This is an optimization exercise on Yosys and OpenROAD, whose aim is small area and a short achievable clock period, not a production implementation. Only simulation tests tie the RTL to the original design; equivalence was not proved.

==> flow/design.v (excerpt) <==
module reel_block_rx (
  input  wire        clk,
  input  wire        rst,
  input  wire [39:0] in_data,
  input  wire        in_valid,
  output reg  [39:0] out_data,
  output reg         out_valid,
  output reg         stat_valid,
  output reg         stat_hdr_ok,
  output reg  [7:0]  stat_blk,
  output reg  [7:0]  stat_seq,
  output reg         stat_clean_a,
  output reg         stat_clean_b
);
make LEC_CHECK=0 CAP_MARGIN=20 CORE_MARGIN=2 CORE_UTILIZATION=40 SETUP_SLACK_MARGIN=4.4 SLEW_MARGIN=20 finish   # period 7.0 ns
run.sh (not shown) runs the stock make flow with config.mk's settings and CLKGATE_MAP_FILE= SYNTH_SCRIPT=/design/flow/synth_recipe.tcl, a recipe that flattens the netlist after the stock synthesis.
Rerun with:
Settings changed: CORE_UTILIZATION 40 to 60, SETUP_SLACK_MARGIN 4.4 to 4.2.
=> The changed run completed without violations; setup slack degrades by 0.036 ns; cell area went down by 2.4%; core utilization went up by 21 points; routed wire length went down by 3.8%; fmax went down by 1.3%; register-to-register slack degrades by 0.09 ns.
Rerun with:
Settings changed: ABC_AREA set to 1, CORE_UTILIZATION 60 to 40, SETUP_SLACK_MARGIN 4.2 to 4.0.
=>
- final area went up by 4.2%
- setup slack gets worse by 0.12 ns
- synthesized area went up by 3.4%
- sequential share of layout area went down by 1.7 points
Rerun with:
Settings changed: ABC_AREA 1 to unset.
After rerunning: Synthesized cell count is lower by 18%; via count drops by 17%; worst hold slack hardly moves; final area drops by 2.8%; register-to-register slack gets better by 0.07 ns.

== the previous run ==
reel_block_rx, a different RTL version from the one above (not shown whole).
Size in the first run: ~1300 flip-flops, about 100 I/O pins, ~0.077 mm^2 of cells after synthesis.
Settings: LEC_CHECK=0, CAP_MARGIN=20, CORE_MARGIN=2, CORE_UTILIZATION=75, CTS_CLUSTER_DIAMETER=100, CTS_CLUSTER_SIZE=20, SETUP_SLACK_MARGIN=4.5, SLEW_MARGIN=20; clock period 7.0 ns.
Setup changes, the previous run to the current run
--- a/flow/config.mk
+++ b/flow/config.mk
@@ -11,4 +11,4 @@
 export CTS_CLUSTER_DIAMETER = 100
 export CTS_CLUSTER_SIZE = 20
-export SETUP_SLACK_MARGIN = 4.5
+export SETUP_SLACK_MARGIN = 4.6
 export SLEW_MARGIN = 20
The previous run vs the current run, category of the critical setup timing path: flip-flop to output pin vs flip-flop to flip-flop. Looking at multi-input gate share of total cell area, the current run sits above the previous run. The current run: cell count of the worst reg-to-reg path higher than the previous run. Cmp the previous run and the current run / met2 capacity usage during global routing / higher: the previous run. Between the previous run and the current run, the difference in sequential cell area is negligible. The run with more routed wire is the current run, not the previous run.

reel_block_rx again, from the RTL that the note above started with.
Settings: LEC_CHECK=0, CAP_MARGIN=0, CORE_MARGIN=2, CORE_UTILIZATION=75, CTS_CLUSTER_DIAMETER=100, CTS_CLUSTER_SIZE=20, SETUP_SLACK_MARGIN=4.55, SLEW_MARGIN=0; clock period 7.0 ns.
The baseline went through all stages and came out clean.
Then changed:
- CAP_MARGIN: 0 -> 20
- CTS_CLUSTER_DIAMETER: 100 -> 60
- CTS_CLUSTER_SIZE: 20 -> 30
- SETUP_SLACK_MARGIN: 4.55 -> 4.6
- SLEW_MARGIN: 0 -> 20
Effect:
- global-route usage grows by 0.77 points
- die area is unchanged
- setup slack got worse by 0.077 ns
- fmax came out lower by a few percent
- hold slack loses 0.047 ns
- design area grows by a few percent
- routed wire length grows by a few percent
- cell count grows slightly
- area after synthesis does not change

== nickel ==
Starting RTL as in the previous note.
clock: 7.0 ns
lec_check: 0
cap_margin: 5
core_margin: 2
core_utilization: 75
cts_cluster_diameter: 100
cts_cluster_size: 20
gpl_routability_driven: 0
setup_slack_margin: 4.55
slew_margin: 5
--- input diff nickel..harbor ---
==> flow/config.mk <==
export PLATFORM = sky130hd
export DESIGN_NAME = reel_block_rx
export DESIGN_NICKNAME = reel_block_rx
export VERILOG_FILES = /design/flow/design.v
export SDC_FILE = /design/flow/constraint.sdc
export NUM_CORES = 4
export LEC_CHECK = 0
export CAP_MARGIN = 20
export CORE_MARGIN = 2
export CORE_UTILIZATION = 60
export CTS_CLUSTER_DIAMETER = 100
export CTS_CLUSTER_SIZE = 20
export SETUP_SLACK_MARGIN = 4.6
export SLEW_MARGIN = 20
## What came out
harbor vs. nickel: vias per cell went down by about 8%. On core utilization of the finished layout: harbor sits below nickel. When harbor is set beside nickel, its total non-filler cell area in the finished layout turns out to be 0.63% larger. When the final numbers for harbor and nickel were put side by side, the clock-buffer cell count turned out to be smaller in harbor. harbor vs. nickel: worst-case headroom to the max-slew limit went up by 1.5 points. [compare] base=nickel new=harbor: critical path data required time has decreased, via count has decreased.

Starting RTL as in the previous note.
Settings: LEC_CHECK=0, CAP_MARGIN=20, CORE_MARGIN=2, CORE_UTILIZATION=75, CTS_CLUSTER_DIAMETER=100, CTS_CLUSTER_SIZE=20, PLACE_DENSITY=0.85, SETUP_SLACK_MARGIN=4.55, SLEW_MARGIN=20; clock period 7.0 ns.
The starting point passed the timing, DRC and antenna checks.
==> next run, changes <==
CAP_MARGIN = 5   (was 20)
CORE_UTILIZATION = 80   (was 75)
PLACE_DENSITY = not set   (was 0.85)
SLEW_MARGIN = 5   (was 20)
After rerunning: Routed wire length increases by a few percent. Clock-buffer cell count decreases by 1. Global-route usage increases by 3.5 points. Area after synthesis is unchanged.
==> next run, changes <==
CAP_MARGIN = 20   (was 5)
CORE_UTILIZATION = 75   (was 80)
SETUP_SLACK_MARGIN = 4.7   (was 4.55)
SLEW_MARGIN = 20   (was 5)
- cell count is higher by 1.9%
- count of clock-buffer cells in the layout came out higher by 6
- utilization drops by 4.3 points
- wire length goes down by 2.5%
- worst hold slack barely changes
==> next run, changes <==
CAP_MARGIN = 5   (was 20)
SETUP_SLACK_MARGIN = 4.55   (was 4.7)
SLEW_MARGIN = 5   (was 20)
Clock skew is about the same.
Synthesized cell count is unchanged.
Clock-buffer cell count climbs by 3.
Area after synthesis does not change.

what the ideal ports hide:
In the flow no input, the clock included, has a driving cell. The finished layouts below were timed again as built, in two steps. Step 1 assumes that a clkbuf_16 drives the clock port and a buf_2 every other input. Step 2, shift: input delay + t, output delay - t, t = (earliest + latest rising clock arrival at the registers) / 2. This alone moves slack from input paths to output paths. Three values: ideal ports, drivers, drivers and shift; two values: the first two.
| run | shift t [ns] | slack for setup (ns) | hold slack, ns | pins driven straight from the clock port |
|---|---|---|---|---|
| the first run of note 1 | 0.882 | 4.182 / 4.098 / 3.677 | 0.338 / 0.338 / 0.338 | 1 |
| the second run of note 1 | 0.858 | 4.146 / 4.146 / 3.610 | 0.342 / 0.342 / 0.342 | 1 |
| the third run of note 1 | 0.891 | 4.029 / 3.971 / 3.371 | 0.318 / 0.318 / 0.318 | 1 |
| the fourth run of note 1 | 0.901 | 4.056 / 3.964 / 3.410 | 0.319 / 0.319 / 0.319 | 1 |
| the previous run | 0.767 | 4.377 / 4.292 / 3.781 | 0.347 / 0.347 / 0.347 | 1 |
| the current run | 0.756 | 4.372 / 4.352 / 3.841 | 0.348 / 0.348 / 0.348 | 1 |
| the first run of note 3 | 0.758 | 4.428 / 4.346 / 3.854 | 0.350 / 0.350 / 0.350 | 1 |
| the second run of note 3 | 0.812 | 4.351 / 4.270 / 3.849 | 0.303 / 0.303 / 0.303 | 1 |
| nickel | 0.759 | 4.404 / 4.342 / 3.749 | 0.352 / 0.352 / 0.352 | 1 |
| harbor | 0.790 | 4.395 / 4.319 / 3.854 | 0.332 / 0.332 / 0.332 | 1 |
| the first run of note 5 | 0.764 | 4.429 / 4.351 / 3.789 | 0.338 / 0.338 / 0.338 | 1 |
| the second run of note 5 | 0.758 | 4.420 / 4.341 / 3.812 | 0.348 / 0.348 / 0.348 | 1 |
| the third run of note 5 | 0.759 | 4.456 / 4.374 / 3.951 | 0.346 / 0.346 / 0.346 | 1 |
| the fourth run of note 5 | 0.758 | 4.428 / 4.346 / 3.854 | 0.350 / 0.350 / 0.350 | 1 |
After both steps setup and hold are still met in every run listed. The setup slack of the third run of note 1, which loses most, moves by -0.058 ns with the drivers and by -0.658 ns with both steps.
